From an optimization exercise on the open Yosys and OpenROAD flow, aimed at small area, a short achievable clock period and few clock cycles per item; shortcuts taken in it are not production practice.
Only simulation tests tie the RTL to the original design; equivalence was not proved.

## run A
// rafter_level
module rafter_level (
    input  wire        clk,
    input  wire        rst,
    input  wire        in_valid,
    output wire        in_ready,
    input  wire [9:0]  floor_lvl,
    input  wire [9:0]  intensity,
    input  wire [9:0]  wave_min,
    input  wire [9:0]  wave_max,
    input  wire        c0_hit,
    input  wire [9:0]  c0_level,
    input  wire        c1_hit,
    input  wire [9:0]  c1_level,
    input  wire        follow,
    input  wire [15:0] y,
    input  wire [15:0] yage,
    input  wire [15:0] dl_timeout,
    input  wire [9:0]  dl_lo,
    input  wire [9:0]  dl_hi,
    input  wire [9:0]  dl_min,
    input  wire [15:0] ramp_up,
    input  wire [15:0] ramp_down,
    input  wire [9:0]  deadband,
    input  wire [15:0] refresh,
    input  wire        tick,
    input  wire [15:0] l_in,
    input  wire [9:0]  last_sent_in,
    input  wire        c0_active_in,
    input  wire        pending_in,
    input  wire        refresh_only_in,
    input  wire [15:0] refresh_tmr_in,
    output reg         out_valid,
    input  wire        out_ready,
    output wire [15:0] l_out,
    output wire [9:0]  last_sent_out,
    output wire        c0_active_out,
    output wire        pending_out,
    output wire        refresh_only_out,
    output wire [15:0] refresh_tmr_out,
    output wire        released
);
clock: 70.0 ns
lec_check: 0
abc_area: 1
cap_margin: 20
core_margin: 2
core_utilization: 40
cts_cluster_diameter: 100
cts_cluster_size: 26
slew_margin: 20
standard.sh (not shown) runs the stock make flow with config.mk's settings and CLKGATE_MAP_FILE= SYNTH_SCRIPT=/design/flow/synth_recipe.tcl, a recipe that flattens the netlist after the stock synthesis.
==> flow/flow/run.sh <==
#!/bin/bash
# The standard layout (standard.sh, unchanged synthesis and steps), except that
# buffer_ports puts a sky130_fd_sc_hd__buf_1 on every input and output port instead
# of the delay-cell buffer it picks by default.
set -euo pipefail
export BUFFER_PORTS_ARGS="-buffer_cell sky130_fd_sc_hd__buf_1"
bash standard.sh > flow.log 2>&1
Testbench counts of run A, summed over its fixed seeds: cycles 19,232, items 19,200.
What run B does differently from run A at the input level:
==> flow/flow/run.sh <==
#!/bin/bash
# The standard layout (standard.sh, unchanged synthesis and steps), except that
# buffer_ports puts a sky130_fd_sc_hd__buf_1 on every input and output port instead
# of the delay-cell buffer it picks by default, and clock tree synthesis adds no
# dummy loads.
set -euo pipefail
export BUFFER_PORTS_ARGS="-buffer_cell sky130_fd_sc_hd__buf_1"
export CTS_ARGS="-sink_clustering_enable -repair_clock_nets -sink_clustering_size 26 -sink_clustering_max_diameter 100 -dont_use_dummy_load"
bash standard.sh > flow.log 2>&1
### Flow results
- The final reports for run B and run A show minimum period implied by the final worst setup slack higher in the former.
- [run B vs run A] setup skew after layout: higher in run B
- Of run B and run A, the run reporting the higher multi-input combinational area share was run B.
- Of run B and run A, the higher via count belongs to run A.
- Flip-flop and latch share of the layout cell area, run B and run A: smaller value in run A
- Run B and run A ended up with nearly the same global-route wire length before repair.
- Taking run A as the reference, in run B worst setup slack -6.6 ps; final cell area excluding filler cells -0.75%; number of flops mapped to enable cells by yosys ~0 delta.
[inputs] run C vs run B
--- a/flow/flow/run.sh
+++ b/flow/flow/run.sh
@@ -6,4 +6,4 @@
 set -euo pipefail
 export BUFFER_PORTS_ARGS="-buffer_cell sky130_fd_sc_hd__buf_1"
-export CTS_ARGS="-sink_clustering_enable -repair_clock_nets -sink_clustering_size 26 -sink_clustering_max_diameter 100 -dont_use_dummy_load"
+export CTS_ARGS="-sink_clustering_enable -repair_clock_nets -buf_list sky130_fd_sc_hd__clkbuf_8 -sink_clustering_size 18 -sink_clustering_max_diameter 80 -dont_use_dummy_load"
 bash standard.sh > flow.log 2>&1
[summary]
Every run (run B and run C) finished clean. Comparing run B with run C, the initial core utilization came out essentially unchanged.

== delta ==
rafter_level, a different RTL version from the one above (not shown whole).
For scale: ~3000 cells after synthesis, ~0.032 mm2 of cells after synthesis.
clock: 70.0 ns
lec_check: 0
abc_area: 1
cap_margin: 20
core_margin: 2
core_utilization: 40
cts_cluster_diameter: 100
cts_cluster_size: 26
slew_margin: 20
==> flow/flow/run.sh <==
#!/bin/bash
# The standard layout (standard.sh, unchanged synthesis and steps), except that
# buffer_ports puts a sky130_fd_sc_hd__buf_2 on every input and output port instead
# of the delay-cell buffer it picks by default.
set -euo pipefail
export BUFFER_PORTS_ARGS="-buffer_cell sky130_fd_sc_hd__buf_2"
bash standard.sh > flow.log 2>&1
Testbench counts of delta, summed over its fixed seeds: cycles 19,232, items 19,200.
> inputs changed (delta -> raven)
==> flow/run.sh (new file) <==
#!/bin/bash
# synth_recipe.tcl (not shown) runs the flow's synth.tcl, then flattens the netlist and writes it again
# the make line also repeats each setting of config.mk as NAME=value (left out here)
make -C /OpenROAD-flow-scripts/flow DESIGN_CONFIG=/design/flow/config.mk WORK_HOME=/design/flow/orfs CLKGATE_MAP_FILE= SYNTH_SCRIPT=/design/flow/synth_recipe.tcl finish
diff --git a/flow/config.mk b/flow/config.mk
--- a/flow/config.mk
+++ b/flow/config.mk
@@ -8 +7,0 @@
-export ABC_AREA = 1
@@ -12,2 +11,2 @@
-export CTS_CLUSTER_DIAMETER = 100
-export CTS_CLUSTER_SIZE = 26
+export CTS_CLUSTER_DIAMETER = 80
+export CTS_CLUSTER_SIZE = 32
removed: flow/flow/run.sh
removed: flow/standard.sh
## What came out
- raven finished all stages; the layout is clean.
- Summary of raven over delta: die extent in y grew by 0.54%.
- For delta, the most frequent standard cell in the layout excluding fill and tap cells was nand2_1, unlike raven, where it was edfxtp_1.
- Number of placement rows was lower in delta than in raven.
- Data arrival time at the worst-slack endpoint in raven vs delta: up 0.43 ns
- Cmp raven vs delta: logic depth of the worst register-to-register path lower in raven
#### Input delta (cedar over raven)
==> flow/flow/run.sh (new file) <==
#!/bin/bash
# The standard layout (standard.sh, unchanged synthesis and steps), except that
# buffer_ports puts a sky130_fd_sc_hd__buf_1 on every input and output port instead
# of the delay-cell buffer it picks by default.
set -euo pipefail
export BUFFER_PORTS_ARGS="-buffer_cell sky130_fd_sc_hd__buf_1"
bash standard.sh > flow.log 2>&1
==> flow/standard.sh (new file) <==
#!/bin/bash
# synth_recipe.tcl (not shown) runs the flow's synth.tcl, then flattens the netlist and writes it again
# the make line also repeats each setting of config.mk as NAME=value (left out here)
make -C /OpenROAD-flow-scripts/flow DESIGN_CONFIG=/design/flow/config.mk WORK_HOME=/design/flow/orfs CLKGATE_MAP_FILE= SYNTH_SCRIPT=/design/flow/synth_recipe.tcl "${@:-finish}"
diff --git a/flow/config.mk b/flow/config.mk
--- a/flow/config.mk
+++ b/flow/config.mk
@@ -7,0 +8 @@
+export ABC_AREA = 1
@@ -11,2 +12,2 @@
-export CTS_CLUSTER_DIAMETER = 80
-export CTS_CLUSTER_SIZE = 32
+export CTS_CLUSTER_DIAMETER = 100
+export CTS_CLUSTER_SIZE = 26
removed: flow/run.sh
## What came out
Delta(global placement routability congestion, cedar - raven) < 0
In the metrics for cedar and raven, the one carrying the lower global-route usage is cedar.
cedar vs raven, share of the cycle needed by the critical path after routing went down by 0.62 points.
Wire length for cedar is lower than for raven.
Compared with raven, first-pass GRT wire length in cedar decreased by a few percent.
Looking at start point of the critical path, the h_pending_out result is from raven; the h_l_out[8] one comes from cedar.
A capture point of the worst path of pending_out is what raven shows, while l_out[8] belongs to cedar.
Fmax: cedar vs raven up 2.9%

## separate check: timing with driven ports
The flow's constraints put no driver on any port. The routed layouts listed below were extracted and timed again, unchanged, in two steps.
Step 1 (the two cells are an assumption about what drives the block):
set clk [get_ports {clk}]
set_driving_cell -lib_cell sky130_fd_sc_hd__clkbuf_16 $clk
set_driving_cell -lib_cell sky130_fd_sc_hd__buf_2 [delete_from_list [all_inputs] $clk]
Step 2 moves the port delays by t, midway between the first and last clock arrival at a register: inputs arrive t later, outputs are due t later. That takes back most of the time a late clock gives input paths.
Slacks: no drivers / after step 1 / after step 2; pairs: no drivers / after step 1.
| run | shift t [ns] | setup slack, ns | latest minus earliest clock arrival (ns) |
|---|---|---|---|
| run A | 0.655 | 54.828 / 54.767 / 54.546 | 0.027 / 0.027 |
| run B | 0.640 | 54.822 / 54.760 / 54.539 | 0.060 / 0.060 |
| run C | 0.663 | 54.793 / 54.731 / 54.518 | 0.084 / 0.085 |
| delta | 0.665 | 54.806 / 54.743 / 54.857 | 0.032 / 0.031 |
| raven | 0.671 | 54.380 / 54.320 / 54.186 | 0.041 / 0.040 |
| cedar | 0.661 | 54.816 / 54.754 / 54.551 | 0.029 / 0.029 |
After both steps setup and hold are still met in every run listed. For run B, which loses most, drivers alone change the setup slack by -0.062 ns; drivers and shift together by -0.283 ns.
